This design comes from an exercise in tuning for small area, a short achievable clock period and few clock cycles per item on the open sky130 flow, not from production work. Only simulation tests tie the RTL to the original design; equivalence was not proved.

before:
## tot_mulr
module tot_mulr (
    input  wire         clk,
    input  wire         rst,
    input  wire         start,
    input  wire [127:0] opd,
    input  wire [63:0]  opf,
    input  wire [5:0]   mexp,
    input  wire [1:0]   rmode,
    output reg          busy,
    output reg          done,
    output reg          refused,
    output reg  [3:0]   cause,
    output reg  [127:0] res
);
    integer i;
    genvar  g;
    reg [123:0] a;         
    reg [63:0]  f;         
    reg [123:0] acc;       
    reg [3:0]   sgn;       
    reg [1:0]   rnd;
    reg [5:0]   cnt;       
    reg         sticky;    
    reg         alost;     
    reg         ovf;
    reg         rdef;      
    reg         rtie;      
    reg bad;
    always @* begin
        bad = (sgn[3:1] != 3'b110);
        for (i = 0; i < 31; i = i + 1)
            if (a[4*i+3] & (a[4*i+2] | a[4*i+1])) bad = 1'b1;
        for (i = 0; i < 16; i = i + 1)
            if (f[4*i+3] & (f[4*i+2] | f[4*i+1])) bad = 1'b1;
    end
    wire [3:0] d     = f[3:0];
    reg        pre;        
    reg        pre4;       
    reg        frac;       
    reg        frac_m4;    
    reg        frac_e4;    
    reg        intg;       
    reg        last_frac;  
    wire       f_end = (f[63:4] == 60'd0);
    wire       d_z   = (d == 4'd0);
    wire       frac4 = frac_m4 && f_end && d_z;       
    wire       last  = (intg || (last_frac && d_z)) && f_end;
    wire       dz = pre;                       
    wire       x5  = !dz && (d >= 4'd3) && (d <= 4'd7);
    wire       x10 = !dz && (d >= 4'd8);
    wire       y1  = !dz && ((d == 4'd1) || (d == 4'd4) || (d == 4'd6) || (d == 4'd9));
    wire       y2  = !dz && ((d == 4'd2) || (d == 4'd3) || (d == 4'd7) || (d == 4'd8));
    wire       yn  = !dz && ((d == 4'd3) || (d == 4'd4) || (d >= 4'd8));
    function [2:0] mod5(input [3:0] v);
        case (v)
            4'd5: mod5 = 3'd0;
            4'd6: mod5 = 3'd1;
            4'd7: mod5 = 3'd2;
            4'd8: mod5 = 3'd3;
            4'd9: mod5 = 3'd4;
            default: mod5 = v[2:0];
        endcase
    endfunction
    function ge5(input [3:0] v);
        ge5 = v[3] | (v[2] & (v[1] | v[0]));
    endfunction
    function [3:0] five(input lo_odd, input [3:0] below);
        case ({lo_odd, below[3:1]})
  ...
export LEC_CHECK = 0
export CAP_MARGIN = 20
export CORE_MARGIN = 2
export CORE_UTILIZATION = 40
export SLEW_MARGIN = 20
create_clock -name core_clock -period 90.0 [get_ports {clk}]
standard.sh (not shown) runs the stock make flow with config.mk's settings and CLKGATE_MAP_FILE= SYNTH_SCRIPT=/design/flow/synth_recipe.tcl, a recipe that flattens the netlist after the stock synthesis.
==> flow/flow/run.sh <==
#!/bin/bash
# Own flow: the standard layout (standard.sh) with two changes:
#  - synthesis: Yosys's extract_fa/adder-cell mapping is skipped and ABC maps
#    for area (two rounds of choice computation and mapping with area
#    recovery); the synth wrapper (-nofsm -noshare, flatten, renames) is the
#    standard one;
#  - port buffers: every input and output still gets a buffer, but a buf_1
#    instead of the flow's default clkdlybuf4s50_1 delay cell.
# Floorplan, placement, CTS, routing and the constraints are the standard ones.
set -euo pipefail
W=$(pwd)
SCR="$FLOW_HOME/scripts"

# synthesis script: ORFS's synth.tcl without the adder step, area-oriented abc
python3 - "$SCR/synth.tcl" "$W/synth_custom.tcl" > "$W/flow_prep.log" 2>&1 <<'PY'
import sys
s = open(sys.argv[1]).read()
a = s.index("# Technology mapping of adders")
b = s.index("# Technology mapping of latches")
s = s[:a] + s[b:]
old = "  log_cmd abc {*}$abc_args"
assert old in s
script = ("+strash;&get,-n;&fraig,-x;&put;scorr;dc2;dretime;strash;&get,-n;&dch,-f;"
          "&nf,-R,300;&put;strash;&get,-n;&dch,-f;&nf,-R,300;&put")
s = s.replace(old, '  log_cmd abc -script {%s} {*}$lib_args {*}$lib_dont_use_args' % script)
open(sys.argv[2], "w").write(s)
PY

# the standard wrapper, sourcing the script above
sed "s#source \$::env(SCRIPTS_DIR)/synth.tcl#source $W/synth_custom.tcl#" \
    "$W/synth_recipe.tcl" > "$W/custom_synth.tcl"
grep -q "synth_custom.tcl" "$W/custom_synth.tcl"

# standard.sh with the synthesis script swapped and the port buffer cell set
sed -e "s#SYNTH_SCRIPT=[^ ]*#SYNTH_SCRIPT=$W/custom_synth.tcl#" \
    -e "s#CLKGATE_MAP_FILE= #CLKGATE_MAP_FILE= 'BUFFER_PORTS_ARGS=-buffer_cell sky130_fd_sc_hd__buf_1' #" \
    "$W/standard.sh" > "$W/custom_standard.sh"
grep -q "custom_synth.tcl" "$W/custom_standard.sh"
grep -q "BUFFER_PORTS_ARGS" "$W/custom_standard.sh"

bash "$W/custom_standard.sh" > "$W/flow_make.log" 2>&1
test -f "$W/out/final.def"
Testbench counts of before, summed over its fixed seeds: cycles 38,874, items 3,200.
diff inputs: before => after
--- a/flow/design.v
+++ b/flow/design.v
@@ -19,18 +19,19 @@
     reg [123:0] acc;       
     reg [3:0]   sgn;       
     reg [1:0]   rnd;
     reg [5:0]   cnt;       
     reg         sticky;    
     reg         alost;     
     reg         ovf;
     reg         rdef;      
     reg         rtie;      
+    reg         idle;      
     reg bad;
     always @* begin
         bad = (sgn[3:1] != 3'b110);
         for (i = 0; i < 31; i = i + 1)
             if (a[4*i+3] & (a[4*i+2] | a[4*i+1])) bad = 1'b1;
         for (i = 0; i < 16; i = i + 1)
             if (f[4*i+3] & (f[4*i+2] | f[4*i+1])) bad = 1'b1;
     end
     wire [3:0] d     = f[3:0];
@@ -204,35 +205,35 @@
     wire        r_tie4 = (rnd == 2'd0) && (rdig4 == 4'd5) && !st4;
     wire [123:0] acc_in  = frac4 ? {16'd0, acc[123:16]} :
                            frac  ? sum[127:4] : sum[123:0];
     wire         ovf_now = frac ? cc[32]
                                 : ((cc[32] & !yn) | (sum[127:124] != 4'd0) | (alost & !d_z));
     wire         ovf_fin = ovf | ovf_now;
     wire         zero    = (acc_in == 124'd0);
     reg [5:0] cnt_nx;
     always @* begin
-        if (!busy)      cnt_nx = mexp;
+        if (idle)       cnt_nx = mexp;
         else if (pre4)  cnt_nx = cnt - 6'd4;
         else if (pre)   cnt_nx = cnt - 6'd1;
         else if (frac4) cnt_nx = cnt + 6'd4;
         else if (frac)  cnt_nx = cnt + 6'd1;
         else            cnt_nx = cnt;
     end
     always @(posedge clk) begin
         cnt       <= cnt_nx;
         pre       <= !cnt_nx[5] && (cnt_nx != 6'd0);
         pre4      <= !cnt_nx[5] && (cnt_nx[4:2] != 3'd0);
         frac      <= cnt_nx[5];
         frac_m4   <= cnt_nx[5] && ((cnt_nx[4:2] != 3'b111) || (cnt_nx[1:0] == 2'b00));
         frac_e4   <= (cnt_nx == 6'b111100);
         intg      <= (cnt_nx == 6'd0);
         last_frac <= (cnt_nx == 6'b111111);
-        if (!busy) begin
+        if (idle) begin
             a      <= opd[127:4];
             f      <= opf;
             sgn    <= opd[3:0];
             rnd    <= rmode;
             acc    <= 124'd0;
             sticky <= 1'b0;
             alost  <= 1'b0;
             ovf    <= 1'b0;
             rdef   <= 1'b0;
@@ -264,32 +265,37 @@
             ovf   <= ovf_fin;
             f     <= {4'd0, f[63:4]};
             rdef  <= 1'b0;
             rtie  <= 1'b0;
         end
     end
     always @(posedge clk) begin
         if (rst) begin
             busy <= 1'b0;
+            idle <= 1'b1;
             done <= 1'b0;
             res  <= 128'h0000_0000_0000_0000_0000_0000_0000_000C;
         end else begin
             done <= 1'b0;
-            if (!busy) begin
-                if (start)
+            if (idle) begin
+                if (start) begin
                     busy <= 1'b1;
+                    idle <= 1'b0;
+                end
             end else if (bad) begin
                 busy    <= 1'b0;
+                idle    <= 1'b1;
                 done    <= 1'b1;
                 refused <= 1'b1;
                 cause   <= 4'd2;
             end else if (last) begin
                 busy    <= 1'b0;
+                idle    <= 1'b1;
                 done    <= 1'b1;
                 refused <= ovf_fin;
                 cause   <= ovf_fin ? 4'd4 : 4'd0;
                 if (!ovf_fin)
                     res <= {acc_in, 3'b110, (sgn[0] && !zero)};
             end
         end
     end
 endmodule
### Flow results
- before reached the end of the flow, and the finished layout is clean on the timing, DRC and antenna checks.
- after: no failed stages, no open violations at the end
- Number of unique standard cell types used by synthesis of after exceeds that of before by a little under 10%.
- On half-perimeter wire length after placement, after does better than before.
- The setup slack of after is larger than that of before.
- after reports its critical-path cell with the highest stage delay as sky130_fd_sc_hd__dfxtp_1 while before reports sky130_fd_sc_hd__dfxtp_4.
Testbench counts of after, summed over its fixed seeds: cycles 38,874, items 3,200.

-- re-timing with driven ports --
The results above use ideal ports. As a check the final layouts listed here were re-extracted and re-timed, cells and wires unchanged.
Step 1: set_driving_cell puts a clkbuf_16 on clk and a buf_2 on each other input, an assumption about the parent block.
Step 2 adds t to the input delays and takes it off the output delays; t is the mean of the earliest and latest rising clock arrival at the registers after step 1. Input paths then give back, and output paths get back, about the clock's delay inside the block.
Slacks: ideal ports / drivers / drivers and shift; pairs: ideal ports / drivers.
run	shift t [ns]	setup WS [ns]	worst setup path at the end
before	0.766	70.488 / 70.410 / 70.263	input to register
after	0.740	70.675 / 70.602 / 70.080	input to register
After both steps every run listed still meets setup and hold. The setup slack of after, which loses most, moves by -0.073 ns with the drivers and by -0.595 ns with both steps.
